This is an optimization exercise on Yosys and OpenROAD, whose aim is small area, a short achievable clock period and few clock cycles, not a production implementation.
At most, simulation tests tie the RTL to the original design; equivalence was not proved.

## modfront
module modfront (
    input  wire         clk,
    input  wire         rst,
    input  wire         start,
    input  wire [31:0]  v0,
    input  wire [31:0]  v1,
    input  wire [31:0]  v2,
    input  wire [31:0]  vdc,
    input  wire [31:0]  vdc_min,
    input  wire [23:0]  per,
    input  wire         inject,
    input  wire         three_level,
    output wire         ready,
    output reg          done,
    output reg  [167:0] code_o,
    output reg  [5:0]   zero_o,
    output reg          sat,
    output reg          vdc_low
);
    localparam [31:0] F_HALF = 32'h3F00_0000;    
    localparam [31:0] F_ZERO = 32'h0000_0000;    
    localparam integer S0 = 2;
    localparam integer R  = 5;
    localparam integer L  = 3;
    localparam integer NSTEP = (25 - S0 - L) / R;
    localparam [2:0] S_IDLE = 3'd0,
                     S_DIV  = 3'd1,
                     S_SUM  = 3'd2,
                     S_SUB  = 3'd3,
                     S_ADD  = 3'd4,
                     S_MUL  = 3'd5;
    reg [2:0] state;
    reg [2:0] cnt;
    reg        r_inject;
    reg        r_three;
    reg [22:0] r_dfrac;       
    reg [23:0] r_pm;          
    reg [7:0]  r_pe;          
    reg        r_pz;          
    reg [31:0] m [0:2];
    reg [31:0] acc;           
    reg [31:0] d;             
    reg        d_neg;         
    reg [27:0] b_code [0:1];
    reg [1:0]  b_zero;
    reg [1:0]  b_sat;
    reg [1:0]  b_neg;
    assign ready = (state == S_IDLE);
    wire accept = (state == S_IDLE) && start;
    wire vdc_lt, vdc_eq, vdc_un;
  ...
For scale: roughly 15000 cells after synthesis, about 370 I/O pins.
clock: 24.0 ns
lec_check: 0
cap_margin: 20
core_margin: 2
core_utilization: 40
slew_margin: 20
synth_hierarchical: 1
run.sh (not shown) runs the stock make flow with config.mk's settings and CLKGATE_MAP_FILE= SYNTH_SCRIPT=/design/flow/synth_recipe.tcl, a recipe that flattens the netlist after the stock synthesis.
Change:
--- a/flow/design.v
+++ b/flow/design.v
@@ -320,22 +320,23 @@
 );
     localparam [31:0] F_HALF = 32'h3F00_0000;    
     localparam [31:0] F_ZERO = 32'h0000_0000;    
     localparam integer S0 = 2;
     localparam integer R  = 5;
     localparam integer L  = 3;
     localparam integer NSTEP = (25 - S0 - L) / R;
     localparam [2:0] S_IDLE = 3'd0,
                      S_DIV  = 3'd1,
-                     S_SUM  = 3'd2,
-                     S_SUB  = 3'd3,
-                     S_ADD  = 3'd4,
-                     S_MUL  = 3'd5;
+                     S_MM   = 3'd2,
+                     S_SUM  = 3'd3,
+                     S_SUB  = 3'd4,
+                     S_ADD  = 3'd5,
+                     S_MUL  = 3'd6;
     reg [2:0] state;
     reg [2:0] cnt;
     reg        r_inject;
     reg        r_three;
     reg [22:0] r_dfrac;       
     reg [23:0] r_pm;          
     reg [7:0]  r_pe;          
     reg        r_pz;          
     reg [31:0] m [0:2];
@@ -388,28 +389,28 @@
         end
     endgenerate
     wire [31:0] mx, mn;
     fp_minmax3 u_mm (.a(m[0]), .b(m[1]), .c(m[2]), .mx(mx), .mn(mn));
     wire [31:0] m_cur = m[cnt[1:0]];
     reg  [31:0] add_a, add_b;
     wire [31:0] add_y;
     always @* begin
         case (state)
-            S_SUM:   begin add_a = mx;     add_b = mn;                        end
-            S_SUB:   begin add_a = m_cur;  add_b = {~z[31], z[30:0]};         end
+            S_SUM:   begin add_a = acc;    add_b = d;                         end
+            S_SUB:   begin add_a = m_cur;  add_b = {~acc[31], acc[30:0]};     end
             default: begin add_a = F_HALF; add_b = m_cur;                     end
         endcase
     end
     fp_add u_add (.a(add_a), .b(add_b), .y(add_y));
-    wire [7:0]  s_exp = acc[30:23];
-    wire [31:0] z = (s_exp == 8'hFF) ? acc :
-                    (s_exp <= 8'd1)  ? {acc[31], 31'd0} :
-                                       {acc[31], s_exp - 8'd1, acc[22:0]};
+    wire [7:0]  s_exp = add_y[30:23];
+    wire [31:0] half_y = (s_exp == 8'hFF) ? add_y :
+                         (s_exp <= 8'd1)  ? {add_y[31], 31'd0} :
+                                            {add_y[31], s_exp - 8'd1, add_y[22:0]};
     function [31:0] dbl;     
         input [31:0] x;
         begin
             if (x[30:23] == 8'd0 || x[30:23] == 8'hFF)
                 dbl = x;
             else if (x[30:23] == 8'hFE)
                 dbl = {x[31], 8'hFF, 23'd0};
             else
                 dbl = {x[31], x[30:23] + 8'd1, x[22:0]};
@@ -464,25 +465,30 @@
                     for (j = 0; j < 3; j = j + 1) begin
                         dv_rem[j] <= st_rem[j];
                         dv_q[j]   <= st_q[j];
                     end
                     if (cnt == NSTEP) begin
                         m[0]  <= quo[0];
                         m[1]  <= quo[1];
                         m[2]  <= quo[2];
                         cnt   <= 3'd0;
-                        state <= r_inject ? S_SUM : S_ADD;
+                        state <= r_inject ? S_MM : S_ADD;
                     end else begin
                         cnt <= cnt + 3'd1;
                     end
                 end
+                S_MM: begin
+                    acc   <= mx;
+                    d     <= mn;
+                    state <= S_SUM;
+                end
                 S_SUM: begin
-                    acc   <= add_y;
+                    acc   <= half_y;
                     state <= S_SUB;
                 end
                 S_SUB: begin
                     m[cnt[1:0]] <= add_y;
                     if (cnt == 3'd2) begin
                         cnt   <= 3'd0;
                         state <= S_ADD;
                     end else begin
                         cnt <= cnt + 3'd1;
What happened: The changed run ran to the end with no violations; worst hold slack gets better by 0.0044 ns; clock skew went down by 0.016 ns; worst setup slack gets better by 2.3 ns; clock-buffer cell count went down by 7; wire length went down by 0.82%; die area hardly moves; register-to-register slack gets better by 2.3 ns; via count went up by 0.60%; synthesized area hardly moves; core utilization went down by 0.12 points.
Testbench counts after the change, summed over its fixed seeds: cycles 20,185.
Only the layout flow was run in the first run of this note; the RTL was not checked for function there.

[afterwards: timing with drivers on the ports]
No port has a modelled driver above. Below, the same layouts with a new extraction and two added sets of constraints. Step 1 (the two cells are an assumption about what drives the block):
set clk [get_ports {clk}]
set_driving_cell -lib_cell sky130_fd_sc_hd__clkbuf_16 $clk
set_driving_cell -lib_cell sky130_fd_sc_hd__buf_2 [delete_from_list [all_inputs] $clk]
Step 2 times the ports against the registers' clock, not the clock port: input delays grow and output delays shrink by t, the midpoint of the rising clock arrivals with the driver on. Three values: ideal, step 1, step 2; two values: the first two.
run | shift t [ns] | setup slack, ns | hold WS [ns] | worst setup path at the end | slew at the worst register clock pin (ns)
the first run | 0.840 | 3.834 / 3.834 / 3.834 | 0.452 / 0.452 / 0.452 | register to register | 0.09 / 0.09
the second run | 0.821 | 6.127 / 6.127 / 6.127 | 0.456 / 0.456 / 0.456 | register to register | 0.07 / 0.07
After both steps every run listed still meets setup and hold.
